Background: an optimization exercise with open tools, aiming at small area. Do not read the settings as production practice. Only simulation tests tie the RTL to the original design; equivalence was not proved. Power figures rest on the tool's default switching activity, not on a simulated workload.

[design/flow/config.mk]
export PLATFORM = sky130hd
export DESIGN_NAME = fb_port
export DESIGN_NICKNAME = fb_port
export VERILOG_FILES = /design/flow/design.v
export SDC_FILE = /design/flow/constraint.sdc
export NUM_CORES = 4
export LEC_CHECK = 0
export CAP_MARGIN = 20
export CORE_MARGIN = 2
export CORE_UTILIZATION = 40
export SLEW_MARGIN = 20
[design/flow/constraint.sdc]
create_clock -name core_clock -period 12.0 [get_ports {clk}]
set_input_delay 2.4000 -clock core_clock [delete_from_list [all_inputs] [get_ports {clk}]]
set_output_delay 2.4000 -clock core_clock [all_outputs]
set_load 0.01 [all_outputs]
[design/flow/design.v]
module fb_port (
    input  wire        clk,
    input  wire        rst,               
    input  wire [35:0] time_now,          
    input  wire [3:0]  fb_in,             
    input  wire [1:0]  cfg_mode,          
    input  wire [7:0]  cfg_filt_n,
    input  wire [3:0]  cfg_pol,
    input  wire        cfg_dir,
    input  wire [7:0]  cfg_err_limit,
    input  wire [15:0] cfg_err_decay,     
    input  wire        cfg_alarm_en,
    input  wire [1:0]  cfg_z_mode,
    input  wire [2:0]  cfg_z_gate,
    input  wire [35:0] cfg_index_period,
    input  wire [15:0] cfg_index_tol,
    input  wire [15:0] cfg_hall_ill_t,    
    input  wire        z_arm,
    input  wire        fault_reset,
    input  wire [1:0]  latch_clr,
    output reg  [35:0] pos,
    output reg  [35:0] edge_time,
    output wire [3:0]  lines,
    output wire [7:0]  hall_sector,
    output reg  [7:0]  err_level,
    output reg  [35:0] err_count,
    output reg  [1:0]  latch,
    output reg  [35:0] index_pos,
    output reg  [35:0] index_time,
    output reg  [35:0] index_count,
    output wire [13:0] status
);
    reg  [6:0] us_cnt;
    wire       us_tick = (us_cnt == 7'd99);
    wire [7:0] us_c;
    wire [6:0] us_inc;
    assign us_c[0] = 1'b1;
    genvar gi;
    generate for (gi = 0; gi < 7; gi = gi + 1) begin : g_us
        assign us_inc[gi]  = us_cnt[gi] ^ us_c[gi];
        assign us_c[gi+1]  = us_cnt[gi] & us_c[gi];
    end endgenerate
    always @(posedge clk) begin
        if (rst || us_tick) us_cnt <= 7'd0;
        else                us_cnt <= us_inc;
    end
    reg  [1:0] mode_q;
    wire       mode_entry = (cfg_mode != mode_q);
    always @(posedge clk) begin
        if (rst) mode_q <= 2'd0;
        else     mode_q <= cfg_mode;
    end
    reg  [3:0]  samp;
    reg  [3:0]  filt;
    reg  [7:0]  run_k [0:3];
    reg  [35:0] run_t [0:2];
    wire [3:0]  run_done;
    wire [3:0]  restart;
    wire [3:0]  filt_nx;
    wire [7:0]  run_inc [0:3];
    generate for (gi = 0; gi < 4; gi = gi + 1) begin : g_line
        wire [8:0] ic;
        wire [8:0] gc;
        assign ic[0] = 1'b1;
        assign gc[0] = 1'b1;
        genvar gj;
        for (gj = 0; gj < 8; gj = gj + 1) begin : g_bit
            assign run_inc[gi][gj] = run_k[gi][gj] ^ ic[gj];
            assign ic[gj+1]        = run_k[gi][gj] & ic[gj];
            assign gc[gj+1] = (run_k[gi][gj] & ~cfg_filt_n[gj]) |
                              ((run_k[gi][gj] | ~cfg_filt_n[gj]) & gc[gj]);
        end
        assign run_done[gi] = gc[8];
        assign restart[gi]  = (samp[gi] == filt[gi]) || run_done[gi];
        assign filt_nx[gi]  = run_done[gi] ? samp[gi] : filt[gi];
        always @(posedge clk) begin
            if (rst || restart[gi]) run_k[gi] <= 8'd1;
            else                    run_k[gi] <= run_inc[gi];
        end
        if (gi < 3) begin : g_t
            always @(posedge clk)
                if (restart[gi]) run_t[gi] <= time_now;
        end
    end endgenerate
    always @(posedge clk) begin
        if (rst) begin
            samp <= 4'd0;
            filt <= 4'd0;
        end else begin
            samp <= fb_in ^ cfg_pol;
            filt <= filt_nx;
        end
    end
    assign lines = filt;
    wire [3:0] chg = filt_nx ^ filt;
    wire [1:0] ph_old = {filt[1],    filt[0]    ^ filt[1]};
    wire [1:0] ph_new = {filt_nx[1], filt_nx[0] ^ filt_nx[1]};
    wire [1:0] ph_d   = ph_new - ph_old;
    wire q_mode = !mode_entry && (cfg_mode == 2'd1);
    wire q_step = q_mode && ph_d[0];
    wire q_neg  = ph_d[1];
    wire q_err  = q_mode && (ph_d == 2'd2);
    reg  [2:0]  hs;
    wire        h_none       = hs[2] & hs[1];
    wire        hall_invalid = h_none & !hs[0];
    wire [2:0] hcode = {filt_nx[0], filt_nx[1], filt_nx[2]};    
    reg  [2:0] hsec;
    reg        hlegal;
    always @(*) begin
        hlegal = 1'b1;
        case (hcode)
            3'b100:  hsec = 3'd0;
            3'b110:  hsec = 3'd1;
            3'b010:  hsec = 3'd2;
            3'b011:  hsec = 3'd3;
            3'b001:  hsec = 3'd4;
            3'b101:  hsec = 3'd5;
            default: begin hsec = 3'd0; hlegal = 1'b0; end
        endcase
    end
    wire [3:0] h_dd  = {1'b0, hsec} - {1'b0, hs};
    wire       h_fwd = (h_dd == 4'd1) || (h_dd == 4'b1011);
    wire       h_bwd = (h_dd == 4'b1111) || (h_dd == 4'd5);
    wire h_mode   = !mode_entry && (cfg_mode == 2'd2);
    wire h_change = h_mode && (chg[2:0] != 3'd0);
    wire h_take   = h_change && hlegal;
    wire h_step   = h_take && !h_none && (h_fwd || h_bwd);
    wire h_neg    = h_bwd;
    wire h_err    = h_take && !h_none && !h_fwd && !h_bwd && (h_dd != 4'd0);
    reg  [15:0] hill_c;
    wire [16:0] hill_ic;
    wire [15:0] hill_inc;
    wire [16:0] hill_gc;
    assign hill_ic[0] = us_tick;
    assign hill_gc[0] = 1'b1;
    generate for (gi = 0; gi < 16; gi = gi + 1) begin : g_hill
        assign hill_inc[gi]  = hill_c[gi] ^ hill_ic[gi];
        assign hill_ic[gi+1] = hill_c[gi] & hill_ic[gi];
        assign hill_gc[gi+1] = (hill_c[gi] & ~cfg_hall_ill_t[gi]) |
                               ((hill_c[gi] | ~cfg_hall_ill_t[gi]) & hill_gc[gi]);
    end endgenerate
    wire h_ill_run  = h_mode && !hlegal && !h_change && !hall_invalid;
    wire h_ill_done = h_ill_run && us_tick && hill_gc[16];
    always @(posedge clk) begin
        if (rst || !h_ill_run) hill_c <= 16'd1;
        else                   hill_c <= hill_inc;
    end
    always @(posedge clk) begin
        if (rst || mode_entry) hs <= 3'd7;
        else if (h_take)       hs <= hsec;
        else if (h_ill_done)   hs <= 3'd6;
    end
    assign hall_sector = {{5{h_none}}, hs[2:1], hs[0] | h_none};
    wire        step     = q_step || h_step;
    wire        step_neg = (q_step ? q_neg : h_neg) ^ cfg_dir;
    wire        err      = q_err || h_err;
    wire [35:0] pos_nx;
    wire [36:0] pos_t;
    assign pos_t[0] = step;
    generate for (gi = 0; gi < 36; gi = gi + 1) begin : g_pos
        assign pos_nx[gi]  = pos[gi] ^ pos_t[gi];
        assign pos_t[gi+1] = pos_t[gi] & (pos[gi] ^ step_neg);
    end endgenerate
    reg dir_neg;
    wire        et_s0 = !rst && step && chg[0];
    wire        et_s1 = !rst && step && !chg[0] && chg[1];
    wire        et_s2 = !rst && step && !chg[0] && !chg[1];
    wire        et_sh = !rst && !step;
    wire [35:0] et_nx = ({36{et_s0}} & run_t[0]) | ({36{et_s1}} & run_t[1]) |
                        ({36{et_s2}} & run_t[2]) | ({36{et_sh}} & edge_time);
    always @(posedge clk) begin
        edge_time <= et_nx;
        if (rst) begin
            pos     <= 36'd0;
            dir_neg <= 1'b0;
        end else begin
            pos <= pos_nx;
            if (step) dir_neg <= step_neg;
        end
    end
    reg  [15:0] decay_c;
    wire [16:0] dc_ic;
    wire [15:0] dc_inc;
    wire [16:0] dc_gc;
    assign dc_ic[0] = us_tick;
    assign dc_gc[0] = 1'b1;
    generate for (gi = 0; gi < 16; gi = gi + 1) begin : g_dc
        assign dc_inc[gi]  = decay_c[gi] ^ dc_ic[gi];
        assign dc_ic[gi+1] = decay_c[gi] & dc_ic[gi];
        assign dc_gc[gi+1] = (decay_c[gi] & ~cfg_err_decay[gi]) |
                             ((decay_c[gi] | ~cfg_err_decay[gi]) & dc_gc[gi]);
    end endgenerate
    wire lvl_zero  = (err_level == 8'd0);
    wire lvl_full  = (err_level == 8'hFF);
    wire decay_due = !lvl_zero && us_tick && dc_gc[16];
    wire       lvl_up = err && !decay_due && !lvl_full;
    wire       lvl_dn = decay_due && !err;
    wire [7:0] lvl_nx;
    wire [8:0] lvl_t;
    assign lvl_t[0] = lvl_up | lvl_dn;
    generate for (gi = 0; gi < 8; gi = gi + 1) begin : g_lvl
        assign lvl_nx[gi]  = err_level[gi] ^ lvl_t[gi];
        assign lvl_t[gi+1] = lvl_t[gi] & (err_level[gi] ^ lvl_dn);
    end endgenerate
    always @(posedge clk) begin
        if (rst || mode_entry || fault_reset) begin
            err_level <= 8'd0;
            decay_c   <= 16'd1;
        end else begin
            err_level <= lvl_nx;
            if (lvl_zero || decay_due)
                decay_c <= 16'd1;
            else
                decay_c <= dc_inc;
        end
    end
    wire ec_lo = &err_count[17:0];
    wire [35:0] ec_nx;
    wire [36:0] ec_c;
    assign ec_c[0] = err;
    generate for (gi = 0; gi < 36; gi = gi + 1) begin : g_ec
        wire a = err_count[gi];
        wire c = (gi == 18) ? (err & ec_lo) : ec_c[gi];
        assign ec_nx[gi]  = a ^ c;
        assign ec_c[gi+1] = a & c;
    end endgenerate
    always @(posedge clk) begin
        if (rst) err_count <= 36'd0;
        else     err_count <= ec_nx;
    end
    wire [8:0] lf_gc;
    assign lf_gc[0] = 1'b1;
    generate for (gi = 0; gi < 8; gi = gi + 1) begin : g_lf
        assign lf_gc[gi+1] = (err_level[gi] & ~cfg_err_limit[gi]) |
                             ((err_level[gi] | ~cfg_err_limit[gi]) & lf_gc[gi]);
    end endgenerate
    wire alarm     = cfg_alarm_en && (cfg_mode != 2'd0) && filt[3];
    wire lvl_fault = (cfg_err_limit != 8'd0) && lf_gc[8];
    reg fs_level, fs_alarm;
    always @(posedge clk) begin
        if (rst || mode_entry || fault_reset) begin
            fs_level <= 1'b0;
            fs_alarm <= 1'b0;
        end else begin
            if (lvl_fault) fs_level <= 1'b1;
            if (alarm)     fs_alarm <= 1'b1;
        end
    end
    wire fault = fs_level | fs_alarm;
    reg z_armed, index_seen, idx_ref_valid;
    wire z_gate_ok = cfg_z_gate[2] || ({filt_nx[0], filt_nx[1]} == cfg_z_gate[1:0]);
    wire z_qual    = q_mode && chg[2] && filt_nx[2] && z_gate_ok;
    wire z_act     = z_qual && ((cfg_z_mode == 2'd1) || (cfg_z_mode == 2'd2 && z_armed));
    wire dir_change = step && (step_neg != dir_neg);
    wire ref_ok     = idx_ref_valid && !err && !dir_change;
    reg        z_act_q;
    reg        chk_pend;
    reg [35:0] nsteps;      
    wire ns_lo = !z_act_q && (&nsteps[17:0]);
    wire [35:0] ns_nx;
    wire [36:0] ns_c;
    assign ns_c[0] = step;
    generate for (gi = 0; gi < 36; gi = gi + 1) begin : g_ns
        wire a = nsteps[gi] & !z_act_q;
        wire c = (gi == 18) ? (step & ns_lo) : ns_c[gi];
        assign ns_nx[gi]  = a ^ c;
        assign ns_c[gi+1] = a & c;
    end endgenerate
    always @(posedge clk) begin
        z_act_q <= z_act;
        nsteps  <= ns_nx;
        if (rst) chk_pend <= 1'b0;
        else     chk_pend <= z_act && (cfg_z_mode == 2'd1) && (cfg_index_period != 36'd0) && ref_ok;
    end
    wire        d_neg = nsteps[35];
    wire [34:0] d_a   = nsteps[34:0] ^ {35{d_neg}};
    wire [15:0] al    = d_a[15:0];
    wire [19:0] ah    = {1'b0, d_a[34:16]};
    wire [15:0] pl    = cfg_index_period[15:0];
    wire [19:0] ph    = cfg_index_period[35:16];
    wire [15:0] tl    = cfg_index_tol;
    wire [16:0] lc, k0, k1;
    wire [15:0] dl;
    assign lc[0] = 1'b1;
    assign k0[0] = d_neg;
    assign k1[0] = d_neg;
    generate for (gi = 0; gi < 16; gi = gi + 1) begin : g_lo
        wire b = ~pl[gi];
        assign dl[gi]   = al[gi] ^ b ^ lc[gi];
        assign lc[gi+1] = (al[gi] & b) | (al[gi] & lc[gi]) | (b & lc[gi]);
        assign k0[gi+1] = (dl[gi] & ~tl[gi]) | (dl[gi] & k0[gi]) | (~tl[gi] & k0[gi]);
        assign k1[gi+1] = (dl[gi] & tl[gi]) | (dl[gi] & k1[gi]) | (tl[gi] & k1[gi]);
    end endgenerate
    wire bl = !lc[16];
    wire b0 = k0[16];
    wire b1 = !k1[16];
    wire [10:0] hl, hu;
    wire [10:0] hlc, huc;
    assign hlc[0] = 1'b1;
    assign huc[0] = 1'b1;
    generate for (gi = 0; gi < 10; gi = gi + 1) begin : g_hi
        wire bl_ = ~ph[gi];
        wire bu_ = ~ph[gi+10];
        assign hl[gi]    = ah[gi] ^ bl_ ^ hlc[gi];
        assign hlc[gi+1] = (ah[gi] & bl_) | (ah[gi] & hlc[gi]) | (bl_ & hlc[gi]);
        assign hu[gi]    = ah[gi+10] ^ bu_ ^ huc[gi];
        assign huc[gi+1] = (ah[gi+10] & bu_) | (ah[gi+10] & huc[gi]) | (bu_ & huc[gi]);
    end endgenerate
    assign hl[10] = ~hlc[10];
    assign hu[10] = ~huc[10];
    wire hl_z9 = ~|hl[9:1];
    wire hl_o9 = &hl[9:1];
    wire hu_z  = ~|hu[10:1];
    wire hu_o  = &hu[10:1];
    wire hl_z  = hl_z9 & !hl[10] & !hl[0];
    wire hl_p1 = hl_z9 & !hl[10] &  hl[0];
    wire hl_x1 = hl_z9 &  hl[10] &  hl[0];    
    wire hl_m1 = hl_o9 &  hl[10] &  hl[0];
    wire hl_x2 = hl_o9 & !hl[10] &  hl[0];    
    wire h_z   = hu_z & !hu[0] & hl_z;
    wire h_p1  = (hu_z & !hu[0] & hl_p1) | (hu_z & hu[0] & hl_x1);
    wire h_m1  = (hu_z & !hu[0] & hl_m1) | (hu_o & hu[0] & hl_x2);
    wire g_hi0  = bl ? h_p1 : h_z;
    wire g_him1 = bl ? h_z  : h_m1;
    wire        dist_bad = !(g_hi0 || g_him1) || (g_hi0 && b0) || (g_him1 && b1);
    wire        dist_set = chk_pend && dist_bad;
    wire ic_lo = &index_count[17:0];
    wire [35:0] ic_nx;
    wire [36:0] ic_c;
    assign ic_c[0] = z_act;
    generate for (gi = 0; gi < 36; gi = gi + 1) begin : g_ic
        wire a = index_count[gi];
        wire c = (gi == 18) ? (z_act & ic_lo) : ic_c[gi];
        assign ic_nx[gi]  = a ^ c;
        assign ic_c[gi+1] = a & c;
    end endgenerate
    always @(posedge clk) begin
        if (rst) begin
            index_pos   <= 36'd0;
            index_time  <= 36'd0;
        end else if (z_act) begin
            index_pos   <= pos_nx;
            index_time  <= run_t[2];
        end
        if (rst) index_count <= 36'd0;
        else     index_count <= ic_nx;
    end
    always @(posedge clk) begin
        if (rst || mode_entry) begin
            z_armed       <= 1'b0;
            index_seen    <= 1'b0;
            idx_ref_valid <= 1'b0;
        end else begin
            if (z_arm && cfg_z_mode == 2'd2)
                z_armed <= 1'b1;
            else if (z_act && cfg_z_mode == 2'd2)
                z_armed <= 1'b0;
            if (z_act) begin
                index_seen    <= 1'b1;
                idx_ref_valid <= 1'b1;
            end else if (err || dir_change) begin
                idx_ref_valid <= 1'b0;
            end
        end
    end
    always @(posedge clk) begin
        if (rst) latch <= 2'd0;
        else     latch <= (latch & ~latch_clr) | {dist_set, err};
    end
    assign status = {fs_alarm, fs_level, 3'b000, 1'b0, alarm, index_seen, z_armed,
                     hall_invalid, fault, dir_neg, 2'b00};
endmodule
[design/flow/flow/run.sh]
#!/bin/bash
# Standard layout, with the smallest buffer on the ports, small clock
# buffers and no dummy clock-tree loads.
set -euo pipefail
export BUFFER_PORTS_ARGS="-buffer_cell sky130_fd_sc_hd__buf_1"
export CTS_ARGS="-sink_clustering_enable -repair_clock_nets -dont_use_dummy_load -buf_list sky130_fd_sc_hd__clkbuf_4"
bash standard.sh > standard.log 2>&1
[design/flow/standard.sh]
#!/bin/bash
# synth_recipe.tcl (not shown) runs the flow's synth.tcl, then flattens the netlist and writes it again
# the make line also repeats each setting of config.mk as NAME=value (left out here)
make -C /OpenROAD-flow-scripts/flow DESIGN_CONFIG=/design/flow/config.mk WORK_HOME=/design/flow/orfs CLKGATE_MAP_FILE= SYNTH_SCRIPT=/design/flow/synth_recipe.tcl "${@:-finish}"
==> results of run 1 <==
-- power by group through the flow --
stage          sequential (mW)  clock [mW]  combinational (mW)
5_1_grt                   1.65        1.13               0.166
3_3_place_gp              1.68           0               0.146
3_5_place_dp              1.68           0               0.149
2_1_floorplan             1.68           0              0.0883
4_1_cts                   1.65        1.06               0.150
6_report                  1.65        1.01               0.149
-- registers in the layout, indices dropped and copies added, names as in the netlist, 2 cells and up --
name and cells:
nsteps 36, pos 36, edge_time 36, run_t 108
err_count 36, filt 4, run_k 32, us_cnt 7
decay_c 16, err_level 8, hill_c 16, mode_q 2
latch 2, index_count 36, samp 4, index_time 36
hs 3, index_pos 36
-- worst min path at each step --
stage	start	endpoint	slack [ps]	cells past startpoint
2_1_floorplan	run_k[0][0]	run_k[0][0]	370	1
3_3_place_gp	run_k[2][0]	run_k[2][0]	380	1
3_5_place_dp	run_k[1][0]	run_k[1][0]	390	1
4_1_cts	run_k[1][0]	run_k[1][0]	400	1
5_1_grt	run_k[1][0]	run_k[1][0]	420	1
6_report	run_k[1][0]	run_k[1][0]	400	1
-- synth_stat cells (4+ instances only) --
cell type,n,area (um2)
a221oi_1,4,35.03
dfxtp_1,354,7087
a221o_1,4,40.04
ha_1,169,2115
o2111ai_1,13,113.9
edfxtp_1,108,3243
buf_2,9,45.04
or4_1,14,105.1
o211ai_1,7,52.55
buf_4,94,705.7
a31oi_1,5,31.28
xor2_1,22,192.7
a22oi_1,75,563.0
inv_2,4,15.01
or2_2,6,37.54
a311oi_1,18,157.7
o31ai_1,10,75.07
nand2_1,159,596.8
nand4_1,23,143.9
nand3_1,27,135.1
a21oi_1,81,405.4
mux2i_1,10,100.1
clkbuf_1,66,247.7
nor2_1,117,439.2
xnor2_1,73,639.4
nor2b_1,128,800.8
nor3_1,35,175.2
nor3b_1,5,37.54
inv_1,63,236.5
and2_1,64,400.4
nand2b_1,32,200.2
nand4b_1,4,35.03
and3_1,15,93.84
maj3_1,35,350.3
or3_1,19,118.9
o21ai_1,4,20.02
a211oi_1,19,142.6
buf_1,6,22.52
o221ai_1,8,70.07
fa_1,33,660.6
o21ai_0,52,260.3
nor4_1,27,168.9
-- metal layers --
layer  track usage, %  vias to the layer above  wire [um]
li1                 -                     8073          -
met1            23.07                     7767      22870
met2            32.20                      463      25970
met3            6.097                      119       3897
met4            7.318                       10       1612
met5                0                        -         69
-- kinds of logic (layout without fill, tap and decap cells) --
| family | Yosys count | count (layout) | synth area share (%) |
|---|---|---|---|
| other | 1 | 8 | 0.01721 |
| adders and majority gates | 238 | 238 | 14.39 |
| AOI/OAI and AO/OA | 348 | 348 | 11.15 |
| DFF | 462 | 462 | 47.40 |
| buffers and inverters | 244 | 610 | 5.942 |
| muxes | 13 | 13 | 0.6832 |
| and+or+nand+nor | 687 | 687 | 16.59 |
| xor gates and xnor gates | 95 | 95 | 3.818 |
-- cell type report --
| type | instances | area, um2 |
|---|---|---|
| fill | 5221 | 29570 |
| multi-input combinational | 1387 | 10220 |
| tap | 696 | 870.8 |
| sequential | 462 | 10330 |
| antenna | 2 | 5.005 |
| timing repair buffer | 422 | 1655 |
| clock buffer | 121 | 908.4 |
| inverter | 67 | 252.7 |
-- critical path: stages --
cell	delay, ps
buf_1	90
ha_1	220
fa_1	430
fa_1	430
fa_1	430
fa_1	420
fa_1	430
fa_1	420
fa_1	420
fa_1	420
fa_1	420
fa_1	420
fa_1	430
fa_1	430
fa_1	430
fa_1	430
fa_1	480
nor3_1	200
nand3_1	110
nor2_1	140
a31oi_1	50
o21ai_0	300
o22ai_1	150
o21ai_0	90
o21ai_0	110
o31a_1	290
-- stage by stage --
stage | hold WS (ps) | std cells | area, um2
4_1_cts | 403.8 | 3155 | 24240
3_3_place_gp | 383.4 | 3034 | 23330
3_5_place_dp | 392.2 | 3034 | 23330
6_report | 398.1 | 3157 | 24240
5_1_grt | 415.1 | 3157 | 24240
2_1_floorplan | 370.2 | 2093 | 21810
==> reports/metrics.yaml, run 1 <==
outcome: "finished clean"
dp_hpwl_um: 38830
grt_pass1_wl_um: 86320
crit_start: "cfg_index_period[0]"
die_area_um2: 56360
powerDensity_nw_per_um2: 115.6
setup_viol: 0
intPower_mw: 2.136
finalHoldViolations: 0
firstDrtPassIters: 7
synth_cell_types: 83
coreArea_um2: 53810
antenna_left: 0
final_core_util_pct: 45.05
routed_wl_um: 54420
setup.worst_path.end: "latch[1]"
vias_per_cell: 5.205
switchingPower_mw: 0.6665
cts_resized: 0
grt_usage_pct: 19.23
syn_inst: 2088
cts_hold_buf: 0
ctsRootBufferMaster: "clkbuf_4"
hold_class: "flip-flop to flip-flop"
htreeDepth: 3
yosys_warnings: 3
cts_tree: "done"
ys_seq_area_share_pct: 47.40
grt_pass1_vias: 16430
endpoint_kind: "flip-flop"
synth_edf_count: 108
clock_latency_ps: 920
place_ws_ps: 1201
synth_flop_cell: "dfxtp_1"
portBuffers: 404
syn_area_per_cell_um2: 10.44
p_clk_share_pct: 35.9
nNetsFinal: 2822
tightest_slew_ps: 986.3
synth.cell_area_um2: 21790
die_y_um: 237.4
place_congestion: 0.9068
clk_pin_slew_ps: 60
reg2reg_depth: 26
worstPathArrival_ps: 10590
r2r_end: "latch[1]"
clock_tree.buffer_depth: 3
maxCapViolations: 0
cts_setup_buffers: 0
min_period_over_period_pct: 82.69
final_common_cell: "buf_1"
num_io_pins: 411
async_reset_ff_share_pct: 0
cp_max_fo: 4
p_seq_share_pct: 58.8
rsz0062_at_grt: "no"
cts_buffers: 121
grt_max_degree: 91
cellLeakagePower_nw: 9.813
first_iter_violations: 689
antenna_found_initial: 9
fin_skew_ps: 144.2
slew_headroom_pct: 34.24
fin_tns_setup_ps: 0
synth_seq_cells: 462
criticalPathCategory: "input port to flip-flop"
startpoint_type: "input port"
p_total_mw: 2.802
switching_share_pct: 23.79
area_delta_synth_final_pct: 11.24
vias: 16430
cp.required_ps: 12670
drive_above_1_share_pct: 7.035
reg2reg_from: "nsteps[35]"
slew_viol_final: 0
start_util_pct: 40.50
drcViolationCount: 0
wl_per_cell_um: 17.24
finalCriticalPeriod_ps: 9922
dieWidth_um: 237.4
power_frac_comb_pct: 5.3
max_freq_ghz: 0.1008
row_count: 85
regToRegSetupSlack_ps: 3150
final_cell_mix: "buf_1, dfxtp_1, ha_1"
fin_ws_ps: 2078
cts_sinks: 462
ir_drop_mv: 0.09815
overflow: 0
==> run 2: changes to the inputs <==
==> design/flow/flow/run.sh (replaced) <==
#!/bin/bash
# Standard layout, with the smallest buffer on the ports, small clock
# buffers and no dummy clock-tree loads.
set -euo pipefail
export BUFFER_PORTS_ARGS="-buffer_cell sky130_fd_sc_hd__buf_1"
export CTS_ARGS="-sink_clustering_enable -repair_clock_nets -dont_use_dummy_load -buf_list sky130_fd_sc_hd__clkbuf_8 -sink_clustering_size 14 -sink_clustering_max_diameter 60"
bash standard.sh > standard.log 2>&1
==> run 2 against run 1 <==
- clock-buffer cell count down 73
- sequential power about the same
- largest cell class unchanged
- critical path depth unchanged
- highest routed layer unchanged
- first-iteration DRC count grew 14%
==> reports/metrics.yaml, run 2 <==
die_y_um: 237.4  # unchanged
synth.cell_area_um2: 21790  # unchanged
cts_setup_buffers: 0  # unchanged
cellLeakagePower_nw: 9.602  # -2.2%
synth_flop_cell: "dfxtp_1"
synth_edf_count: 108  # unchanged
coreArea_um2: 53810  # unchanged
clk_pin_slew_ps: 90  # +30 ps
grt_pass1_wl_um: 85300  # -1.2%
die_area_um2: 56360  # unchanged
final_common_cell: "buf_1"
rsz0062_at_grt: "no"
endpoint_kind: "flip-flop"
startpoint_type: "input port"
syn_area_per_cell_um2: 10.44  # unchanged
maxCapViolations: 0  # unchanged
area_delta_synth_final_pct: 10.10
first_iter_violations: 783  # +14%
max_freq_ghz: 0.09901  # -1.8%
powerDensity_nw_per_um2: 110.9  # -4.1%
yosys_warnings: 3  # unchanged
cp_max_fo: 4  # unchanged
ys_seq_area_share_pct: 47.40  # unchanged
grt_max_degree: 91  # unchanged
yosysMostFrequentCell: "dfxtp_1"
antenna_found_initial: 7  # -2
yosysTopAreaCell: "dfxtp_1"
slew_viol_final: 0  # unchanged
grt_pass1_vias: 15800  # -3.8%
fin_tns_setup_ps: 0  # unchanged
hold_class: "flip-flop to flip-flop"
layoutNonFillerInstCount: 3084  # -2.3%
finalHoldViolations: 0  # unchanged
outcome: "finished clean"
synth_seq_cells: 462  # unchanged
final_cell_mix: "buf_1, dfxtp_1, ha_1"
num_io_pins: 411  # unchanged
vias_per_cell: 5.182  # -0.44%
start_util_pct: 40.50  # unchanged
cts_buffers: 48  # -60%
nNetsFinal: 2749  # -2.6%
regToRegSetupSlack_ps: 3180  # +30 ps
async_reset_ff_share_pct: 0  # unchanged
min_period_over_period_pct: 84.17  # +1.5 points
antenna_left: 0  # unchanged
cts_tree: "done"
fin_skew_ps: 71.62  # -72.58 ps
portBuffers: 404  # unchanged
clock_latency_ps: 660  # -260 ps
criticalPathCategory: "input port to flip-flop"
netlist_top_cells_count: "dfxtp_1, ha_1, nand2_1"
wl_per_cell_um: 17.51  # +1.6%
drive_above_1_share_pct: 4.191  # -2.8 points
routed_wl_um: 53990  # -0.80%
largest_register: "run_t"
row_count: 85  # unchanged
drcViolationCount: 0  # unchanged
cts_resized: 0  # unchanged
firstDrtPassIters: 8  # +1
largest_register_ffs: 108  # unchanged
worstPathArrival_ps: 10610  # +20 ps
cts_hold_buf: 0  # unchanged
dp.cells: 3034  # unchanged
htreeDepth: 2  # -1
overflow: 0  # unchanged
synth_area_leaders: "dfxtp_1, edfxtp_1, ha_1, nor2b_1, buf_4"
clock_tree.buffer_depth: 3  # unchanged
cp.required_ps: 12510  # -160 ps
slew_headroom_pct: 34.70  # +0.46 points
dp_hpwl_um: 38830  # unchanged
setup_viol: 0  # unchanged
vias: 15980  # -2.7%
place_congestion: 0.9068  # unchanged
ir_drop_mv: 0.08617  # -12%
syn_inst: 2088  # unchanged
dieWidth_um: 237.4  # unchanged
grt_usage_pct: 18.91  # -0.32 points
tightest_slew_ps: 979.5  # -6.832 ps
finalCriticalPeriod_ps: 10100  # +177.5 ps
ctsRootBufferMaster: "clkbuf_8"
synth_cell_types: 83  # unchanged
synth_top_area_share_pct: 32.52  # unchanged
cts_sinks: 462  # unchanged
==> run 2: cell counts after synthesis <==
Identical to the previous run, type by type.
==> run 2: worst paths after layout <==
path                             from     endpoint  cells after the start
hold reg to reg           run_k[1][0]  run_k[1][0]                      1
setup / recovery  cfg_index_period[0]     latch[1]                     26
hold / removal            run_k[1][0]  run_k[1][0]                      1
setup reg to reg           nsteps[35]     latch[1]                     26
==> run 2: cell families (layout without fill, tap and decap cells) <==
family                     after synthesis  in the layout  synth area share (%)
AOI/OAI and AO/OA                      348            348                 11.15
xor gates and xnor gates                95             95                 3.818
adders and majority gates              238            238                 14.39
buffers and inverters                  244            537                 5.942
DFF                                    462            462                 47.40
muxes                                   13             13                0.6832
other                                    1              8               0.01721
and+or+nand+nor                        687            687                 16.59
==> run 2: metal layers <==
| metal | routed length (um) | track usage (%) | vias up | share of wire, % |
|---|---|---|---|---|
| li1 | - | - | 7875 | - |
| met1 | 23320 | 23.61 | 7611 | 43 |
| met2 | 25460 | 31.94 | 397 | 47 |
| met3 | 3683 | 4.808 | 91 | 6.8 |
| met4 | 1470 | 6.194 | 8 | 2.7 |
| met5 | 51 | 0 | - | 0.094 |
==> run 2: power breakdown <==
group | switching (mW) | internal [mW]
clock | 0.512 | 0.355
sequential | 0.0143 | 1.63
combinational | 0.0980 | 0.0505
==> run 2: per-stage QoR <==
stage	total power [mW]	worst slack [ps]	hold WS, ps	utilization [%]	cell area (um2)
detailed placement	1.830	1201	392.2	43.35	23330
global placement	1.825	1388	383.4	43.35	23330
CTS	2.706	1882	414.0	44.58	23990
finish	2.661	1900	407.8	44.59	23990
floorplan	1.766	1806	370.2	-	21810
global route	2.781	1497	426.4	44.58	23990
==> run 2: cell type report <==
cell class	count	area (um2)
repair buffers	422	1655
fillers	5179	29820
multi-input cells	1387	10220
clock buffers	48	660.6
well taps	696	870.8
diodes	2	5.005
flip-flops and latches	462	10330
inverters	67	252.7
==> run 2: critical path, cell delays in order <==
cell and delay (ps):
buf_1 90, ha_1 220, fa_1 430, fa_1 430, fa_1 430, fa_1 420, fa_1 430, fa_1 420
fa_1 420, fa_1 420, fa_1 420, fa_1 420, fa_1 430, fa_1 430, fa_1 430, fa_1 430
fa_1 480, nor3_1 210, nand3_1 110, nor2_1 140, a31oi_1 50, o21ai_0 310, o22ai_1 150, o21ai_0 90
o21ai_0 110, o31a_1 290
==> run 3: changes to the inputs <==
==> design/flow/flow/run.sh (replaced) <==
#!/bin/bash
# Standard layout, with the smallest buffer on the ports, small clock
# buffers and no dummy clock-tree loads.
set -euo pipefail
export BUFFER_PORTS_ARGS="-buffer_cell sky130_fd_sc_hd__buf_1"
export CTS_ARGS="-sink_clustering_enable -repair_clock_nets -dont_use_dummy_load -buf_list sky130_fd_sc_hd__clkbuf_4 -sink_clustering_size 10 -sink_clustering_max_diameter 60"
bash standard.sh > standard.log 2>&1
==> run 3 against run 2 <==
- clock-buffer cell count is 9 higher
- clock power fell by 18%
- final area fell by 0.94%
- critical path depth unchanged
- synthesized cell count unchanged
- clock skew increased by 50 ps
- sequential power about the same
- die area stayed put
- global-route usage about the same
- cell count increased by 0.39%
- highest routed layer unchanged
==> reports/metrics.yaml, run 3 <==
antenna_left: 0  # unchanged
min_period_over_period_pct: 82.32  # -1.8 points
slew_headroom_pct: 35.41  # +0.71 points
clock_latency_ps: 820  # +160 ps
cts_setup_buffers: 0  # unchanged
max_freq_ghz: 0.1012  # +2.2%
antenna_found_initial: 10  # +3
largest_register_ffs: 108  # unchanged
p_clk_share_pct: 28.5  # -4.1 points
coreArea_um2: 53810  # unchanged
met2_usage_pct: 31.95  # about the same
firstDrtPassIters: 7  # -1
maxCapViolations: 0  # unchanged
final_cell_mix: "buf_1, dfxtp_1, ha_1"
cts_resized: 0  # unchanged
grt_max_degree: 91  # unchanged
p_seq_share_pct: 65.6  # +3.8 points
grt_pass1_vias: 15890  # +0.53%
routed_wl_um: 54100  # +0.21%
gr-usage-met3_pct: 5.087  # +0.28 points
nNetsFinal: 2758  # +0.33%
place_congestion: 0.9068  # unchanged
hold_class: "flip-flop to flip-flop"
setup_viol: 0  # unchanged
intPower_mw: 1.898  # -6.8%
ys_seq_area_share_pct: 47.40  # unchanged
yosysTopAreaCell: "dfxtp_1"
cellLeakagePower_nw: 9.519  # -0.86%
dieWidth_um: 237.4  # unchanged
drive_above_1_share_pct: 4.551  # +0.36 points
setup.worst_path.end: "latch[1]"
dp_hpwl_um: 38830  # unchanged
vias: 16120  # +0.89%
reg2reg_from: "nsteps[35]"
cts_buffers: 57  # +19%
clock_tree.buffer_depth: 3  # unchanged
fin_tns_setup_ps: 0  # unchanged
criticalPathCategory: "input port to flip-flop"
grt_pass1_wl_um: 85440  # +0.17%
rsz0062_at_grt: "no"
ir_drop_mv: 0.08911  # +3.4%
powerDensity_nw_per_um2: 105.5  # -4.9%
yosysMostFrequentCell: "dfxtp_1"
cts_tree: "done"
final_common_cell: "buf_1"
clk_pin_slew_ps: 120  # +30 ps
async_reset_ff_share_pct: 0  # unchanged
switching_share_pct: 24.30  # +0.83 points
cp_max_fo: 4  # unchanged
outcome: "finished clean"
whs_path_depth: 1  # unchanged
syn_inst: 2088  # unchanged
ctsRootBufferMaster: "clkbuf_4"
area_delta_synth_final_pct: 9.066
reg2reg_depth: 26  # unchanged
synth.cell_area_um2: 21790  # unchanged
yosys_warnings: 3  # unchanged
vias_per_cell: 5.208  # +0.50%
synth_area_leaders: "dfxtp_1, edfxtp_1, ha_1, nor2b_1, buf_4"
power_frac_comb_pct: 5.9  # +0.3 points
n_fill_cell: 5221  # +0.81%
synth_seq_cells: 462  # unchanged
synth_flop_cell: "dfxtp_1"
portBuffers: 404  # unchanged
row_count: 85  # unchanged
p_total_mw: 2.508  # -5.8%
r2r_end: "latch[1]"
overflow: 0  # unchanged
regToRegSetupSlack_ps: 3280  # +100 ps
die_y_um: 237.4  # unchanged
largest_register: "run_t"
startpoint_type: "input port"
synth_cell_types: 83  # unchanged
worstPathArrival_ps: 10600  # about the same
slew_viol_final: 0  # unchanged
fin_skew_ps: 121.6  # +49.93 ps
endpoint_kind: "flip-flop"
tightest_slew_ps: 942.0  # -37.56 ps
finalHoldViolations: 0  # unchanged
grtUsageMet1_pct: 23.61  # unchanged
syn_area_per_cell_um2: 10.44  # unchanged
synth_top_area_share_pct: 32.52  # unchanged
finalCriticalPeriod_ps: 9879  # -221.0 ps
wl_per_cell_um: 17.47  # -0.18%
die_area_um2: 56360  # unchanged
grt_usage_pct: 18.93  # +0.020 points
netlist_top_cells_count: "dfxtp_1, ha_1, nand2_1"
synth_edf_count: 108  # unchanged
drcViolationCount: 0  # unchanged
switchingPower_mw: 0.6095  # -2.4%
busiest_layer: "met2"
cp.required_ps: 12720  # +210 ps
start_util_pct: 40.50  # unchanged
first_iter_violations: 779  # -0.51%
htreeDepth: 2  # unchanged
cts_hold_buf: 0  # unchanged
crit_start: "cfg_index_period[0]"
num_io_pins: 411  # unchanged
cts_sinks: 462  # unchanged
-- run 3: cell types whose count changed in the layout (fill, tap and decap cells not counted), sizes merged --
cell	previous run	this run
clkbuf	49	58
diode	2	5
-- run 3: logic make-up (layout without fill, tap and decap cells) --
logic type      count (synthesis)  in the layout  synth area share [%]
flops                         462            462                 47.40
simple gates                  687            687                 16.59
other cells                     1             11               0.01721
buf+inv                       244            546                 5.942
xor+xnor                       95             95                 3.818
fa+ha+maj                     238            238                 14.39
compound gates                348            348                 11.15
mux                            13             13                0.6832
-- run 3: how the worst min path moves through the flow --
stage / startpoint / end / slack, ps
after floorplan: run_k[0][0] / run_k[0][0] / 370
after CTS: run_k[1][0] / run_k[1][0] / 420
final: run_k[1][0] / run_k[1][0] / 410
after detailed placement: run_k[1][0] / run_k[1][0] / 390
after global routing: run_k[1][0] / run_k[1][0] / 430
after global placement: run_k[2][0] / run_k[2][0] / 380
-- run 3: critical path, cell delays in order --
cell and delay, ps:
buf_1 90, ha_1 220, fa_1 430, fa_1 430, fa_1 430, fa_1 420
fa_1 430, fa_1 420, fa_1 420, fa_1 420, fa_1 420, fa_1 420
fa_1 430, fa_1 430, fa_1 430, fa_1 430, fa_1 470, nor3_1 210
nand3_1 110, nor2_1 140, a31oi_1 50, o21ai_0 310, o22ai_1 150, o21ai_0 90
o21ai_0 110, o31a_1 290
-- run 3: metrics by stage --
step	cells	util (%)	setup slack (ps)	hold WS (ps)	cell area, um2
after global routing	3093	44.15	1784	430.3	23760
after detailed placement	3034	43.35	1201	392.2	23330
after global placement	3034	43.35	1388	383.4	23330
after CTS	3091	44.14	2163	416.9	23760
after floorplan	2093	-	1806	370.2	21810
final	3096	44.17	2121	410.9	23770
-- run 3: layer usage --
| layer | part of all wire, % | vias to the layer above |
|---|---|---|
| li1 | - | 7932 |
| met1 | 43 | 7653 |
| met2 | 47 | 411 |
| met3 | 7.1 | 116 |
| met4 | 2.9 | 12 |
| met5 | 0.16 | - |
-- run 3: power by group through the flow --
stage               Clock [mW]  Sequential (mW)  Combinational [mW]
floorplan                    0             1.68              0.0883
global placement             0             1.68               0.146
detailed placement           0             1.68               0.149
CTS                      0.757             1.65               0.150
global route             0.813             1.65               0.166
finish                   0.714             1.65               0.149
-- run 3: cell type report --
cell class / count / area, um2 / share of cell area, %
inverter: 67 / 252.7 / 1.063
sequential: 462 / 10330 / 43.47
antenna: 5 / 12.51 / 0.05264
multi-input combinational: 1387 / 10220 / 42.99
timing repair buffer: 422 / 1655 / 6.965
tap: 696 / 870.8 / 3.664
clock buffer: 57 / 427.9 / 1.800
==> run 4: changes to the inputs <==
==> design/flow/flow/run.sh (replaced) <==
#!/bin/bash
# Standard layout, with the smallest buffer on the ports, small clock
# buffers and no dummy clock-tree loads.
set -euo pipefail
export BUFFER_PORTS_ARGS="-buffer_cell sky130_fd_sc_hd__buf_1"
export CTS_ARGS="-sink_clustering_enable -repair_clock_nets -dont_use_dummy_load -buf_list sky130_fd_sc_hd__clkbuf_4 -sink_clustering_size 9 -sink_clustering_max_diameter 50"
bash standard.sh > standard.log 2>&1
==> run 4 against run 3 <==
- cell count is 0.26% higher
- sequential share of layout area is 0.13 points lower
- total power is 2.1% higher
- utilization is 0.13 points higher
- routed wire length is 0.13% higher
- area after synthesis stayed put
- largest power group unchanged
==> reports/metrics.yaml, run 4 <==
vias: 16180  # +0.32%
final_core_util_pct: 44.30  # +0.13 points
place_congestion: 0.9068  # unchanged
nNetsFinal: 2768  # +0.36%
antenna_left: 0  # unchanged
crit_start: "cfg_index_period[0]"
tightest_slew_ps: 966.9  # +24.97 ps
min_from: "run_k[1][0]"
grt_usage_pct: 19.15  # +0.22 points
cellLeakagePower_nw: 9.565  # +0.48%
powerDensity_nw_per_um2: 107.4  # +1.8%
setup_viol: 0  # unchanged
synth_seq_cells: 462  # unchanged
cts_setup_buffers: 0  # unchanged
criticalPathCategory: "input port to flip-flop"
netlist_top_cells_count: "dfxtp_1, ha_1, nand2_1"
row_count: 85  # unchanged
reg2reg_from: "nsteps[35]"
num_io_pins: 411  # unchanged
vias_per_cell: 5.211  # about the same
htreeDepth: 3  # +1
final_cell_mix: "buf_1, dfxtp_1, ha_1"
dieWidth_um: 237.4  # unchanged
clk_pin_slew_ps: 80  # -40 ps
synth.cell_area_um2: 21790  # unchanged
start_util_pct: 40.50  # unchanged
grt_pass1_vias: 16000  # +0.71%
drcViolationCount: 0  # unchanged
cts_tree: "done"
area_delta_synth_final_pct: 9.388
syn_area_per_cell_um2: 10.44  # unchanged
firstDrtPassIters: 7  # unchanged
fin_tns_setup_ps: 0  # unchanged
endpoint_kind: "flip-flop"
syn_inst: 2088  # unchanged
synth_edf_count: 108  # unchanged
wl_per_cell_um: 17.45  # -0.13%
cts_hold_buf: 0  # unchanged
yosysMostFrequentCell: "dfxtp_1"
cp_max_fo: 4  # unchanged
first_iter_violations: 767  # -1.5%
rsz0062_at_grt: "no"
synth_top_area_share_pct: 32.52  # unchanged
setup.worst_path.end: "latch[1]"
largest_register_ffs: 108  # unchanged
regToRegSetupSlack_ps: 3160  # -120 ps
async_reset_ff_share_pct: 0  # unchanged
routed_wl_um: 54170  # +0.13%
synth_flop_cell: "dfxtp_1"
slew_viol_final: 0  # unchanged
antenna_found_initial: 9  # -1
portBuffers: 404  # unchanged
largest_register: "run_t"
die_y_um: 237.4  # unchanged
cp.required_ps: 12620  # -100 ps
clock_latency_ps: 780  # -40 ps
outcome: "finished clean"
ctsRootBufferMaster: "clkbuf_4"
cts_buffers: 67  # +18%
coreArea_um2: 53810  # unchanged
die_area_um2: 56360  # unchanged
reg2reg_depth: 26  # unchanged
ir_drop_mv: 0.09864  # +11%
maxCapViolations: 0  # unchanged
yosysTopAreaCell: "dfxtp_1"
r2r_end: "latch[1]"
final_common_cell: "buf_1"
dp_hpwl_um: 38830  # unchanged
drive_above_1_share_pct: 4.948  # +0.40 points
slew_headroom_pct: 35.54  # +0.13 points
finalHoldViolations: 0  # unchanged
max_freq_ghz: 0.1002  # -1.0%
synth_area_leaders: "dfxtp_1, edfxtp_1, ha_1, nor2b_1, buf_4"
min_period_over_period_pct: 83.19  # +0.87 points
n_fill_cell: 5212  # -0.17%
hold_class: "flip-flop to flip-flop"
fin_skew_ps: 95.74  # -25.81 ps
clock_tree.buffer_depth: 3  # unchanged
synth_cell_types: 83  # unchanged
grt_pass1_wl_um: 85850  # +0.48%
yosys_warnings: 3  # unchanged
worstPathArrival_ps: 10600  # about the same
grt_max_degree: 91  # unchanged
ys_seq_area_share_pct: 47.40  # unchanged
startpoint_type: "input port"
cts_sinks: 462  # unchanged
finalCriticalPeriod_ps: 9983  # +104.2 ps
cts_resized: 0  # unchanged
overflow: 0  # unchanged
run 4: cells by family (layout without fill, tap and decap cells):
kind of cell,count (synthesis),after routing,synth area share [%]
AND/OR/NAND/NOR,687,687,16.59
flip-flops,462,462,47.40
AO/OA/AOI/OAI,348,348,11.15
buffers and inverters,244,556,5.942
adder cells (fa/ha/maj),238,238,14.39
XOR/XNOR,95,95,3.818
multiplexers,13,13,0.6832
other,1,9,0.01721
run 4: metrics by stage:
step / hold slack, ps / power [mW] / instance area (um2) / worst slack [ps] / std cells
CTS: 413.6 / 2.608 / 23830 / 2053 / 3101
floorplan: 370.2 / 1.766 / 21810 / 1806 / 2093
global route: 427.4 / 2.690 / 23840 / 1651 / 3103
detailed placement: 392.2 / 1.830 / 23330 / 1201 / 3034
global placement: 383.4 / 1.825 / 23330 / 1388 / 3034
finish: 407.4 / 2.559 / 23840 / 2017 / 3104
run 4: metal layers:
layer  wire length (um)  global-route usage [%]
met5                 74                       0
met1              23310                   23.81
met2              25380                   31.77
met4               1657                   7.280
met3               3744                   5.156
run 4: report_power, final:
part / switching [mW] / total, mW / internal, mW
clock: 0.509 / 0.766 / 0.257
sequential: 0.0142 / 1.65 / 1.63
combinational: 0.0980 / 0.148 / 0.0505
run 4: critical path, stage by stage:
cell and delay (ps):
buf_1 90, ha_1 220, fa_1 430, fa_1 430, fa_1 430, fa_1 420
fa_1 430, fa_1 420, fa_1 420, fa_1 420, fa_1 420, fa_1 420
fa_1 430, fa_1 430, fa_1 430, fa_1 430, fa_1 470, nor3_1 210
nand3_1 120, nor2_1 140, a31oi_1 50, o21ai_0 310, o22ai_1 150, o21ai_0 90
o21ai_0 110, o31a_1 290
run 4: area by class of cell:
type	count	area, um2	share of cell area [%]
Sequential cell	462	10330	43.34
Multi-Input combinational cell	1387	10220	42.86
Timing Repair Buffer	422	1655	6.944
Tap cell	696	870.8	3.653
Clock buffer	67	503.0	2.110
Inverter	67	252.7	1.060
Antenna cell	3	7.507	0.03149
run 4: how the worst min path moves through the flow:
stage,end,cells after the start
5_1_grt,run_k[1][0],1
6_report,run_k[1][0],1
3_3_place_gp,run_k[2][0],1
4_1_cts,run_k[1][0],1
3_5_place_dp,run_k[1][0],1
2_1_floorplan,run_k[0][0],1
==> run 5: changes to the inputs <==
==> design/flow/flow/run.sh (replaced) <==
#!/bin/bash
# Standard layout, with the smallest buffer on the ports and no dummy
# clock-tree loads.
set -euo pipefail
export BUFFER_PORTS_ARGS="-buffer_cell sky130_fd_sc_hd__buf_1"
export CTS_ARGS="-sink_clustering_enable -repair_clock_nets -dont_use_dummy_load"
bash standard.sh > standard.log 2>&1
==> run 5 against run 4 <==
- register-to-register slack better by 60 ps
- sequential cell count stayed put
- worst hold slack worse by 7.0 ps
- area after synthesis stayed put
- global-route usage is 0.19 points lower
- critical path depth stayed put
- critical endpoint unchanged
- final area is 3.0% higher
- non-clock buffer count stayed put
==> reports/metrics.yaml, run 5 <==
synth_edf_count: 108  # unchanged
num_io_pins: 411  # unchanged
power_frac_comb_pct: 4.8  # -1.0 points
vias: 16020  # -1.0%
synth_area_leaders: "dfxtp_1, edfxtp_1, ha_1, nor2b_1, buf_4"
cp_num_buf_inv: 1  # unchanged
synth_flop_cell: "dfxtp_1"
worstPathArrival_ps: 10600  # about the same
dpl-instance-area_um2: 23330  # unchanged
syn_area_per_cell_um2: 10.44  # unchanged
switchingPower_mw: 0.6776  # +9.2%
cp_max_fo: 4  # unchanged
setup_viol: 0  # unchanged
fin_tns_setup_ps: 0  # unchanged
maxCapViolations: 0  # unchanged
grt_max_degree: 91  # unchanged
seq_area_um2: 10330  # unchanged
powerDensity_nw_per_um2: 125.2  # +17%
die_area_um2: 56360  # unchanged
regToRegSetupSlack_ps: 3220  # +60 ps
cts_setup_buffers: 0  # unchanged
crit_family: "adder cells"
p_clk_share_pct: 41.6  # +12 points
start_util_pct: 40.50  # unchanged
synth_cell_types: 83  # unchanged
grt_usage_pct: 18.96  # -0.19 points
rsz0062_at_grt: "no"
antenna_left: 0  # unchanged
min_to: "run_k[1][0]"
dp_hpwl_um: 38830  # unchanged
yosysTopAreaCell: "dfxtp_1"
hold_class: "flip-flop to flip-flop"
synth_seq_cells: 462  # unchanged
cts_tree: "done"
min_period_over_period_pct: 84.38  # +1.2 points
fin_area_um2: 24560  # +3.0%
endpoint_kind: "flip-flop"
grt_pass1_vias: 15800  # -1.3%
cts_resized: 0  # unchanged
antenna_found_initial: 7  # -2
cts_buffers: 49  # -27%
netlist_top_cells_count: "dfxtp_1, ha_1, nand2_1"
fin_skew_ps: 54.92  # -40.82 ps
max_freq_ghz: 0.09875  # -1.4%
place_congestion: 0.9068  # unchanged
synth_top_area_share_pct: 32.52  # unchanged
reg2reg_depth: 26  # unchanged
clock_tree.buffer_depth: 3  # unchanged
ctsRootBufferMaster: "clkbuf_16"
area_delta_synth_final_pct: 12.69
finalCriticalPeriod_ps: 10130  # +143.0 ps
first_iter_violations: 789  # +2.9%
min_from: "run_k[1][0]"
max_stage_delay_ps: 480  # about the same
drive_above_1_share_pct: 4.231  # -0.72 points
syn_inst: 2088  # unchanged
finalHoldViolations: 0  # unchanged
coreArea_um2: 53810  # unchanged
final_common_cell: "buf_1"
p_seq_share_pct: 53.6  # -11 points
startpoint_type: "input port"
cts_sinks: 462  # unchanged
reg2reg_from: "nsteps[35]"
drcViolationCount: 0  # unchanged
dieWidth_um: 237.4  # unchanged
wl_per_cell_um: 17.52  # +0.41%
nNetsFinal: 2750  # -0.65%
cp_slowest_cell: "fa_1"
ys_seq_area_share_pct: 47.40  # unchanged
overflow: 0  # unchanged
clock_latency_ps: 590  # -190 ps
row_count: 85  # unchanged
grt_pass1_wl_um: 85380  # -0.55%
cellLeakagePower_nw: 9.860  # +3.1%
slew_headroom_pct: 34.10  # -1.4 points
largest_register_ffs: 108  # unchanged
die_y_um: 237.4  # unchanged
final_cell_mix: "buf_1, dfxtp_1, ha_1"
clk_pin_slew_ps: 60  # -20 ps
slew_viol_final: 0  # unchanged
n_fill_cell: 5103  # -2.1%
criticalPathCategory: "input port to flip-flop"
htreeDepth: 2  # -1
portBuffers: 404  # unchanged
intPower_mw: 2.397  # +24%
switching_share_pct: 22.04  # -2.2 points
ir_drop_mv: 0.1078  # +9.2%
multi_input_area_um2: 10220  # unchanged
async_reset_ff_share_pct: 0  # unchanged
firstDrtPassIters: 7  # unchanged
r2r_end: "latch[1]"
critPathMostFrequentCell: "fa_1"
cp.required_ps: 12470  # -150 ps
yosysMostFrequentCell: "dfxtp_1"
largest_register: "run_t"
outcome: "finished clean"
yosys_warnings: 3  # unchanged
synth.cell_area_um2: 21790  # unchanged
vias_per_cell: 5.191  # -0.39%
tightest_slew_ps: 961.0  # -5.908 ps
routed_wl_um: 54060  # -0.20%
whs_path_depth: 1  # unchanged
cts_hold_buf: 0  # unchanged
## run 5: changes by cell type in the layout (fill, tap and decap cells not counted)
cell / before / now
clkbuf_16: 0 / 49
clkbuf_4: 68 / 1
diode_2: 3 / 2
## run 5: kinds of logic after synthesis
logic type      share of synthesized area, %
compound gates                         11.15
mux                                   0.6832
other cells                          0.01721
xor+xnor                               3.818
simple gates                           16.59
buf+inv                                5.942
fa+ha+maj                              14.39
flops                                  47.40
## run 5: layout make-up
cell class,instances,share of cell area (%)
repair buffers,422,6.740
flip-flops and latches,462,42.07
multi-input cells,1387,41.60
diodes,2,0.02038
inverters,67,1.029
well taps,696,3.546
clock buffers,49,4.993
## run 5: layer usage
| metal | track usage (%) | share of wire, % |
|---|---|---|
| met5 | 0 | 0.13 |
| met4 | 6.651 | 3.1 |
| met3 | 4.552 | 6.6 |
| met2 | 31.85 | 47 |
| met1 | 23.81 | 43 |
## run 5: worst register-to-register path: cells and delay by family, from the launching register on
family	cells	cell delay (ps)
AOI/OAI and AO/OA	6	1000
xor gates and xnor gates	1	130
adders and majority gates	16	6650
DFF	1	490
and+or+nand+nor	3	450
## run 5: worst max path at each step
stage,start,endpoint,slack (ps),cells past startpoint
global placement,cfg_index_period[0],latch[1],1390,26
finish,cfg_index_period[0],latch[1],1870,26
floorplan,cfg_index_period[0],latch[1],1810,25
detailed placement,cfg_index_period[0],latch[1],1200,26
CTS,cfg_index_period[0],latch[1],1830,26
global route,cfg_index_period[0],latch[1],1430,26
## run 5: power by group through the flow
stage | registers (mW) | logic [mW] | clock network (mW)
final | 1.65 | 0.149 | 1.28
after floorplan | 1.68 | 0.0883 | 0
after CTS | 1.65 | 0.150 | 1.32
after global placement | 1.68 | 0.146 | 0
after global routing | 1.65 | 0.166 | 1.38
after detailed placement | 1.68 | 0.149 | 0
## run 5: per-stage QoR
step	setup slack (ps)	instances	hold WS [ps]	util (%)	power, mW
finish	1874	3085	400.4	45.64	3.074
global route	1432	3083	415.7	45.63	3.193
CTS	1828	3083	404.7	45.63	3.119
detailed placement	1201	3034	392.2	43.35	1.830
global placement	1388	3034	383.4	43.35	1.825
floorplan	1806	2093	370.2	-	1.766
==> run 6: changes to the inputs <==
==> design/flow/flow/run.sh (replaced) <==
#!/bin/bash
# The standard layout (standard.sh) with three changes:
#  - synthesis maps logic with an area-oriented ABC script (flow/synth.tcl),
#  - the ports get the smallest buffer (buf_1),
#  - the clock tree uses clkbuf_4 in clusters of at most 9 sinks, without
#    dummy loads.
set -euo pipefail
export BUFFER_PORTS_ARGS="-buffer_cell sky130_fd_sc_hd__buf_1"
export CTS_ARGS="-sink_clustering_enable -repair_clock_nets -dont_use_dummy_load -buf_list sky130_fd_sc_hd__clkbuf_4 -sink_clustering_size 9 -sink_clustering_max_diameter 50"
bash standard.sh SYNTH_SCRIPT="$PWD/flow/synth.tcl" finish > standard.log 2>&1
==> design/flow/flow/abc_area.script (new file) <==
&get -n
&st
&syn2
&dch -f
&nf -R 1000
&put
==> design/flow/flow/synth.tcl (new file) <==
# The standard flow's synthesis (synth_recipe.tcl in the work folder, sourced unchanged)
# with one change: ABC maps the logic with the area-oriented script
# abc_area.script beside this file instead of ORFS's speed script.
set ::area_abc_script [file join [file dirname [file normalize [info script]]] abc_area.script]
proc abc {args} {
  set i [lsearch -exact $args -script]
  if {$i >= 0} { lset args [expr {$i + 1}] $::area_abc_script }
  yosys abc {*}$args
}
source [file join [file dirname [file dirname [file normalize [info script]]]] synth_recipe.tcl]
==> run 6 against run 5 <==
- fmax is 5.8% lower
- worst setup slack got worse by 620 ps
- first-iteration DRC count is 0.25% lower
- total power is 18% lower
- non-clock buffer count is 2 higher
- via count is 8.1% lower
- cell count shrank 4.1%
- clock skew up 54 ps
- utilization fell by 0.22 points
- area after synthesis down 6.3%
- clock power down about 40%
- global-route usage is 0.11 points lower
- largest cell class unchanged
- highest routed layer unchanged
==> reports/metrics.yaml, run 6 <==
outcome: "finished clean"
async_reset_ff_share_pct: 0  # unchanged
grt_usage_pct: 18.85  # -0.11 points
yosysMostFrequentCell: "dfxtp_1"
worstPathArrival_ps: 11470  # +870 ps
powerDensity_nw_per_um2: 111.0  # -11%
netlist_top_cells_count: "dfxtp_1, nand2_1, ha_1"
rsz0062_at_grt: "no"
yosys_warnings: 3  # unchanged
grt_max_degree: 87  # -4.4%
startpoint_type: "input port"
maxCapViolations: 0  # unchanged
wl_met2_um: 23830  # -5.9%
cts_sinks: 462  # unchanged
final_cell_mix: "buf_1, dfxtp_1, nand2_1"
ys_seq_area_share_pct: 50.58  # +3.2 points
hold_class: "flip-flop to flip-flop"
row_count: 82  # -3.5%
nNetsFinal: 2644  # -3.9%
antenna_left: 0  # unchanged
die_area_um2: 52880  # -6.2%
routed_wl_um: 49890  # -7.7%
tightest_slew_ps: 889.1  # -71.88 ps
grt_pass1_wl_um: 78560  # -8.0%
whs_path_depth: 1  # unchanged
dieWidth_um: 230.0  # -3.1%
largest_register_ffs: 108  # unchanged
synth_xor_area_share_pct: 5.704  # +1.9 points
htreeDepth: 3  # +1
drive_above_1_share_pct: 4.340  # +0.11 points
cp_slowest_cell: "nor4_1"
place_ws_ps: 349.9  # -850.8 ps
synth_compound_area_share_pct: 6.770  # -4.4 points
n_fill_cell: 4969  # -2.6%
place_congestion: 0.8362  # -7.8%
clock_tree.buffer_depth: 3  # unchanged
vias: 14730  # -8.1%
reg2reg_depth: 33  # +27%
fin_skew_ps: 108.8  # +53.85 ps
synthAdderAreaFrac_pct: 16.38  # +2.0 points
yosysTopAreaCell: "dfxtp_1"
max_stage_delay_ps: 590  # +110 ps
coreArea_um2: 50270  # -6.6%
syn_inst: 1878  # -10%
grt_pass1_vias: 14690  # -7.0%
largest_register: "run_t"
syn_area_per_cell_um2: 10.88  # +4.2%
synth.cell_area_um2: 20420  # -6.3%
cts_hold_buf: 0  # unchanged
maxUsedRoutingLayer: "met5"
ir_drop_mv: 0.06877  # -36%
synth_cell_types: 47  # -43%
fin_tns_setup_ps: 0  # unchanged
synth_edf_count: 108  # unchanged
dp.cells: 2886  # -4.9%
ctsRootBufferMaster: "clkbuf_4"
wl_met1_um: 21320  # -9.1%
multi_input_area_um2: 9261  # -9.4%
seq_area_um2: 10330  # unchanged
clk_pin_slew_ps: 110  # +50 ps
die_y_um: 230.0  # -3.1%
final_common_cell: "buf_1"
cts_setup_buffers: 0  # unchanged
clock_latency_ps: 820  # +230 ps
synth_seq_cells: 462  # unchanged
dp_hpwl_um: 35600  # -8.3%
final_core_util_pct: 45.42  # -0.22 points
drcViolationCount: 0  # unchanged
criticalPathCategory: "input port to flip-flop"
antenna_found_initial: 6  # -1
min_period_over_period_pct: 89.53  # +5.1 points
regToRegSetupSlack_ps: 2610  # -610 ps
cellLeakagePower_nw: 9.113  # -7.6%
fin_ws_ps: 1256  # -617.8 ps
wl_per_cell_um: 16.85  # -3.8%
firstDrtPassIters: 5  # -2
wl_met3_um: 3228  # -9.5%
fin_area_um2: 22830  # -7.0%
cts_resized: 0  # unchanged
cp.required_ps: 12730  # +260 ps
cp_max_fo: 6  # +2
num_io_pins: 411  # unchanged
vias_per_cell: 4.975  # -4.2%
endpoint_kind: "flip-flop"
layoutNonFillerInstCount: 2960  # -4.1%
synth_top_family_by_area: "adder cells"
area_delta_synth_final_pct: 11.80
slew_viol_final: 0  # unchanged
critPathMostFrequentCell: "maj3_1"
cts_tree: "done"
synth_flop_cell: "dfxtp_1"
synth_mux_area_share_pct: 0.3431  # -0.34 points
dpl-instance-area_um2: 22310  # -4.4%
start_util_pct: 40.62  # +0.13 points
finalHoldViolations: 0  # unchanged
max_freq_ghz: 0.09308  # -5.8%
synth_area_leaders: "dfxtp_1, edfxtp_1, ha_1, xnor2_1, nand2_1"
finalCriticalPeriod_ps: 10740  # +617.8 ps
portBuffers: 404  # unchanged
synth_top_area_share_pct: 34.70  # +2.2 points
cts_buffers: 67  # +37%
first_iter_violations: 787  # -0.25%
yosys.area_share.simple_pct: 15.78  # -0.82 points
slew_headroom_pct: 40.72  # +6.6 points
setup_viol: 0  # unchanged
overflow: 0  # unchanged
-- run 6: worst max-delay path, delay by kind of cell --
family / cells / cell delay (ps)
AND/OR/NAND/NOR: 13 / 3320
adder cells (fa/ha/maj): 9 / 3300
XOR/XNOR: 5 / 990
AO/OA/AOI/OAI: 5 / 850
multiplexers: 1 / 430
buffers and inverters: 1 / 160
-- run 6: power breakdown --
group / switching, mW / leakage [nW] / internal, mW
clock: 0.511 / 0.308 / 0.257
combinational: 0.0824 / 4.85 / 0.0415
sequential: 0.0125 / 3.95 / 1.63
total: 0.606 / 9.11 / 1.93
-- run 6: logic make-up after synthesis --
kind of cell	count (synthesis)
simple gates	667
xor+xnor	133
flops	462
other cells	1
buf+inv	148
mux	7
fa+ha+maj	259
compound gates	201
-- run 6: final cells by class --
type	count	area share [%]
diodes	7	0.07672
well taps	672	3.682
repair buffers	424	7.315
clock buffers	67	2.203
flip-flops and latches	462	45.25
multi-input cells	1273	40.56
inverters	55	0.9151
-- run 6: worst paths after layout --
kind,from,endpoint
max,cfg_filt_n[0],index_pos[35]
min,run_k[2][0],run_k[2][0]
max reg2reg,run_k[1][0],index_pos[35]
min reg2reg,run_k[2][0],run_k[2][0]
-- run 6: metrics by stage --
| stage | total power [mW] | hold WS [ps] |
|---|---|---|
| after CTS | 2.577 | 411.9 |
| after global placement | 1.799 | 384.5 |
| after detailed placement | 1.804 | 387.7 |
| after floorplan | 1.734 | 370.2 |
| after global routing | 2.649 | 422.6 |
| final | 2.534 | 408.3 |
-- run 6: layer usage --
layer  vias up  track usage [%]
li1       7274                -
met1      6941            23.33
met2       402            31.81
met3       106            4.737
met4         2            6.734
met5         -                0
==> run 7: changes to the inputs <==
--- a/design/flow/design.v
+++ b/design/flow/design.v
@@ -335,13 +335,8 @@
         assign ic_c[gi+1] = a & c;
     end endgenerate
     always @(posedge clk) begin
-        if (rst) begin
-            index_pos   <= 36'd0;
-            index_time  <= 36'd0;
-        end else if (z_act) begin
-            index_pos   <= pos_nx;
-            index_time  <= run_t[2];
-        end
+        index_pos  <= ({36{!rst && z_act}} & pos_nx)   | ({36{!rst && !z_act}} & index_pos);
+        index_time <= ({36{!rst && z_act}} & run_t[2]) | ({36{!rst && !z_act}} & index_time);
         if (rst) index_count <= 36'd0;
         else     index_count <= ic_nx;
     end
==> design/flow/flow/abc_area.script (replaced) <==
strash
balance
rewrite
refactor
balance
rewrite -z
refactor -z
rewrite -z
balance
&get -n
&st
&dch -f
&nf -R 1000
&put
==> run 7 against run 6 <==
- clock skew up 21 ps
- first-iteration DRC count down 8.1%
- worst setup slack worse by 370 ps
- cell count down 3.8%
- routed wire length down 4.4%
- global-route usage down 0.61 points
- synthesized cell count down 6.1%
- critical path type unchanged
- critical endpoint is now index_pos[35]
==> reports/metrics.yaml, run 7 <==
place_congestion: 0.8716  # +4.2%
dpl-instance-area_um2: 22140  # -0.78%
reg2reg_depth: 53  # +61%
yosys.area_share.simple_pct: 13.15  # -2.6 points
slew_headroom_pct: 32.47  # -8.3 points
largest_register: "run_t"
layoutNonFillerInstCount: 2848  # -3.8%
async_reset_ff_share_pct: 0  # unchanged
cp.depth: 54  # +59%
synth_mux_area_share_pct: 0.1992  # -0.14 points
cp_slowest_cell: "fa_1"
grt_max_degree: 73  # -16%
vias: 14020  # -4.8%
yosysMostFrequentCell: "dfxtp_1"
num_io_pins: 411  # unchanged
netlist_top_cells_count: "dfxtp_1, ha_1, nand2_1"
overflow: 0  # unchanged
start_util_pct: 40.31  # -0.32 points
first_iter_violations: 723  # -8.1%
clock_tree.buffer_depth: 3  # unchanged
largest_register_ffs: 108  # unchanged
grt_pass1_wl_um: 75320  # -4.1%
nNetsFinal: 2535  # -4.1%
min_period_over_period_pct: 92.57  # +3.0 points
finalHoldViolations: 0  # unchanged
p_total_mw: 2.530  # -0.16%
max_freq_ghz: 0.09002  # -3.3%
cts_tree: "done"
wl_per_cell_um: 16.74  # -0.68%
cp.required_ps: 12700  # -30 ps
hold_slack_ps: 407.1  # -1.198 ps
cp_num_buf_inv: 3  # +2
ir_drop_mv: 0.07304  # +6.2%
synth_edf_count: 108  # unchanged
grt_usage_pct: 18.24  # -0.61 points
whs_path_depth: 1  # unchanged
htreeDepth: 3  # unchanged
maxCapViolations: 0  # unchanged
tightest_slew_ps: 1005  # +116.1 ps
final_common_cell: "buf_1"
fin_ws_ps: 891.0  # -365.0 ps
dp_hpwl_um: 34550  # -3.0%
drive_above_1_share_pct: 5.985  # +1.6 points
cts_buffers: 68  # +1.5%
synth_xor_area_share_pct: 6.319  # +0.62 points
cts_hold_buf: 0  # unchanged
portBuffers: 404  # unchanged
setup_viol: 0  # unchanged
routed_wl_um: 47670  # -4.4%
syn_inst: 1763  # -6.1%
yosys_warnings: 3  # unchanged
slew_viol_final: 0  # unchanged
die_area_um2: 52050  # -1.6%
fin_tns_setup_ps: 0  # unchanged
powerDensity_nw_per_um2: 111.6  # +0.59%
ys_seq_area_share_pct: 51.40  # +0.82 points
outcome: "finished clean"
coreArea_um2: 49860  # -0.82%
worstPathArrival_ps: 11810  # +340 ps
synth_top_family_by_area: "adder cells"
ctsRootBufferMaster: "clkbuf_4"
synth_compound_area_share_pct: 6.854  # +0.085 points
die_y_um: 228.2  # -0.78%
fin_area_um2: 22660  # -0.74%
yosysTopAreaCell: "dfxtp_1"
final_cell_mix: "buf_1, dfxtp_1, ha_1"
crit_family: "simple AND/OR/NAND/NOR gates"
synth_area_leaders: "dfxtp_1, edfxtp_1, ha_1, xnor2_1, nor2b_1"
synth_top_area_share_pct: 35.26  # +0.56 points
synth_seq_cells: 462  # unchanged
rsz0062_at_grt: "no"
-- run 7: path summary, 6_finish.rpt --
| kind | slack, ps | start | endpoint |
|---|---|---|---|
| worst max-delay path | 890 | cfg_filt_n[0] | index_pos[35] |
| worst min-delay path | 410 | run_k[2][0] | run_k[2][0] |
| worst min register to register | 410 | run_k[2][0] | run_k[2][0] |
| worst max register to register | 2290 | run_k[1][0] | index_pos[35] |
-- run 7: repair_timing --
item,in CTS,in global routing
setup endpoints to repair,0,2
gates resized for setup,0,1
buffers inserted,0,0
-- run 7: final cells by class --
| class | count | area (um2) |
|---|---|---|
| clock buffers | 68 | 510.5 |
| multi-input cells | 1141 | 8972 |
| inverters | 72 | 270.3 |
| flip-flops and latches | 462 | 10330 |
| diodes | 4 | 10.01 |
| fillers | 4868 | 27200 |
| well taps | 672 | 840.8 |
| repair buffers | 429 | 1728 |
-- run 7: power breakdown --
part           internal [mW]  leakage (nW)  switching, mW  total (mW)
clock                  0.261         0.313          0.504       0.764
combinational         0.0424          4.96         0.0799       0.122
sequential              1.63          3.95         0.0138        1.64
-- run 7: kinds of logic after synthesis --
logic type                 Yosys count
muxes                                4
other                                1
AOI/OAI and AO/OA                  188
and+or+nand+nor                    527
adders and majority gates          271
DFF                                462
buffers and inverters              165
xor gates and xnor gates           145
-- run 7: routing by layer --
| layer | routed length [um] | vias to the layer above | share of wire, % | track usage (%) |
|---|---|---|---|---|
| met4 | 1190 | 6 | 2.5 | 6.924 |
| met5 | 38 | - | 0.080 | 0 |
| met3 | 3782 | 82 | 7.9 | 5.650 |
| li1 | - | 6877 | - | - |
| met2 | 22630 | 408 | 47 | 30.90 |
| met1 | 20030 | 6646 | 42 | 21.69 |

## separate check: timing with driven ports
The results above use ideal ports. As a check the final layouts listed here were re-extracted and re-timed, cells and wires unchanged.
Step 1 assumes that a clkbuf_16 drives the clock port and a buf_2 every other input.
Step 2, shift: input delay + t, output delay - t, t = (earliest + latest rising clock arrival at the registers) / 2. This alone moves slack from input paths to output paths.
Three values: ideal, step 1, step 2; two values: the first two.
run	t (ns)	setup slack, ns
run 1	0.900	2.078 / 2.110 / 1.210
run 2	0.665	1.900 / 1.933 / 1.267
run 3	0.806	2.121 / 2.153 / 1.347
run 4	0.782	2.017 / 2.049 / 1.266
run 5	0.623	1.874 / 1.909 / 1.287
run 6	0.825	1.256 / 1.275 / 0.450
run 7	0.805	0.891 / 0.902 / 0.097
After both steps setup and hold are still met in every run listed.
